From an optimization exercise on the open Yosys and OpenROAD flow, aimed at a short achievable clock period and few clock cycles; shortcuts taken in it are not production practice.
Only simulation tests tie the RTL to the original design; equivalence was not proved.
Power figures rest on the tool's default switching activity, not on a simulated workload.

==> job 6895: inputs <==
// le_core
module le_core (
    input  wire        clk,
    input  wire        rst,           
    input  wire        start,         
    input  wire [11:0] entry,         
    input  wire        first,         
    output wire        busy,
    output reg         done,          
    output reg         fault,         
    output reg  [2:0]  fault_cause,   
    output reg  [11:0] fault_pc,
    output wire        imem_en,
    output wire [11:0] imem_addr,
    input  wire [31:0] imem_rdata,
    output wire        dmem_en,
    output wire        dmem_we,
    output wire [11:0] dmem_addr,
    output wire [31:0] dmem_wdata,
    input  wire [31:0] dmem_rdata
);
    localparam [2:0] C_ILLEGAL = 3'd1, C_BRANCH = 3'd2, C_DADDR = 3'd3;
    localparam [5:0] OP_NOP  = 6'h00, OP_END  = 6'h01, OP_LDI  = 6'h02,
                     OP_LUI  = 6'h03, OP_MOV  = 6'h04, OP_LDD  = 6'h05,
                     OP_STD  = 6'h06, OP_ADD  = 6'h09, OP_SUB  = 6'h0A,
                     OP_ADDS = 6'h0B, OP_SUBS = 6'h0C, OP_MULQ = 6'h0D,
                     OP_NEG  = 6'h0E, OP_ABS  = 6'h0F, OP_MIN  = 6'h10,
                     OP_MAX  = 6'h11, OP_CLMP = 6'h12, OP_SHL  = 6'h13,
                     OP_SAR  = 6'h14, OP_CLRA = 6'h15, OP_WRA  = 6'h16,
                     OP_RDA  = 6'h17, OP_MACW = 6'h19, OP_MACP = 6'h1A,
                     OP_CMP  = 6'h1E, OP_SEL  = 6'h1F, OP_BF   = 6'h20,
                     OP_JMP  = 6'h21;
    localparam [2:0] B_Q = 3'd0, B_DLD = 3'd1, B_RES = 3'd2, B_M2 = 3'd3,
                     B_LD = 3'd4, B_STALL = 3'd5, B_FWD = 3'd6;
    integer i;
    reg         busy_r;
    reg         flag;
    reg  [31:0] q   [0:15];
    reg  [63:0] acc [0:3];
    reg         fetch_en;             
    reg  [12:0] fetch_pc;             
    reg         arr_v;                
    reg  [12:0] arr_pc;
    reg         iq_v  [0:2];
    reg  [31:0] iq_w  [0:2];
    reg  [12:0] iq_pc [0:2];
    reg         kill_arr;             
    reg         x_v;
    reg  [5:0]  x_op;
    reg  [3:0]  x_fd;
    reg  [1:0]  x_fa2;
    reg  [13:0] x_imm14;
    reg  [31:0] x_ldi;
    reg  [12:0] x_pc;
    reg  [31:0] x_ra, x_rb, x_rd;
    reg         x_fwdb;               
    reg  [81:0] x_asht;               
  ...
==> flow/config.mk <==
export PLATFORM = sky130hd
export DESIGN_NAME = le_core
export DESIGN_NICKNAME = le_core
export VERILOG_FILES = /design/flow/design.v
export SDC_FILE = /design/flow/constraint.sdc
export NUM_CORES = 4
export LEC_CHECK = 0
export ABC_CLOCK_PERIOD_IN_PS = 5000
export CAP_MARGIN = 20
export CELL_PAD_IN_SITES_DETAIL_PLACEMENT = 1
export CELL_PAD_IN_SITES_GLOBAL_PLACEMENT = 2
export CORE_MARGIN = 2
export CORE_UTILIZATION = 20
export PLACE_DENSITY = 0.35
export SLEW_MARGIN = 20
==> flow/constraint.sdc <==
create_clock -name core_clock -period 25.0 [get_ports {clk}]
set_input_delay 5.0000 -clock core_clock [delete_from_list [all_inputs] [get_ports {clk}]]
set_output_delay 5.0000 -clock core_clock [all_outputs]
set_load 0.01 [all_outputs]
standard.sh (not shown) runs the stock make flow with config.mk's settings and CLKGATE_MAP_FILE= SYNTH_SCRIPT=/design/flow/synth_recipe.tcl, a recipe that flattens the netlist after the stock synthesis.
==> flow/flow/run.sh <==
#!/bin/bash
# The standard layout (standard.sh), with the timing repair aiming for
# more setup slack than the clock needs, so the resizer keeps working after
# the 25 ns clock is met. Clock, constraints and all other settings are the
# standard ones. If the repair after global routing cannot finish (routing
# congestion), global routing is redone with the standard repair target.
set -uo pipefail
M=18.8
bash standard.sh SETUP_SLACK_MARGIN=$M cts > flow_cts.log 2>&1 || exit 1
if ! bash standard.sh SETUP_SLACK_MARGIN=$M grt > flow_grt.log 2>&1; then
    bash standard.sh grt > flow_grt_retry.log 2>&1 || exit 1
fi
bash standard.sh SETUP_SLACK_MARGIN=$M finish > flow_finish.log 2>&1 || exit 1
==> job 635: changes against job 6895 <==
--- a/flow/flow/run.sh
+++ b/flow/flow/run.sh
@@ -7,3 +7,3 @@
 set -uo pipefail
-M=18.8
+M=17
 bash standard.sh SETUP_SLACK_MARGIN=$M cts > flow_cts.log 2>&1 || exit 1
==> summary.txt <==
Number of multi-input combinational cells in the layout: job 635 16.3k; job 6895 16.3k
Area after DPL: job 635 183000 µm²; job 6895 183000 µm²
Multi-input combinational cell area: job 635 122000 µm²; job 6895 125000 µm²
Buffers plus inverters on the worst setup path: job 635 2; job 6895 1
Internal: job 635 0.00725 W; job 6895 0.00831 W
Endpoint of the most critical setup path: job 635 q[13][15]; job 6895 dmem_wdata[13]
Routed len/inst: job 635 47.7 µm; job 6895 49.0 µm
Status: job 635 complete, no violations; job 6895 complete, no violations
Maximum VDD drop: job 635 0.000169 V; job 6895 0.000152 V
Fill cells: job 635 97.5k; job 6895 97.0k
Switching power total: job 635 0.00988 W; job 6895 0.0111 W
Worst-path maximum fanout: job 635 18; job 6895 1
Data required time of the critical path: job 635 26020 ps; job 6895 20000 ps
Layout overhead on the synthesized area: job 635 14.8%; job 6895 20.4%
Slack of the worst reg-to-reg path: job 635 17100 ps; job 6895 18630 ps
Testbench counts of job 6895, summed over its fixed seeds: cycles 290,072.
Testbench counts of job 635, summed over its fixed seeds: cycles 290,072.

==> what the ideal ports hide <==
No port has a modelled driver above. Below, the same layouts with a new extraction and two added sets of constraints. Step 1 sets driving cells, clkbuf_16 on the clock port and buf_2 on the other inputs (assumed; they add their load-dependent delay and slew). Step 2 adds t to the input delays and takes it off the output delays; t is the mean of the earliest and latest rising clock arrival at the registers after step 1. Input paths then give back, and output paths get back, about the clock's delay inside the block. a / b / c = no drivers / after step 1 / after step 2; a / b = the first two.
run | t (ns) | slack for setup (ns) | clock arrival spread, ns | worst slew at a driven data input, ns
job 6895 | 1.224 | 18.182 / 18.013 / 17.635 | 0.198 / 0.198 | 0.29
job 635 | 1.222 | 17.104 / 17.104 / 17.104 | 0.186 / 0.186 | 0.56
After both steps setup and hold are still met in every run listed. The setup slack of job 6895, which loses most, moves by -0.169 ns with the drivers and by -0.547 ns with both steps.
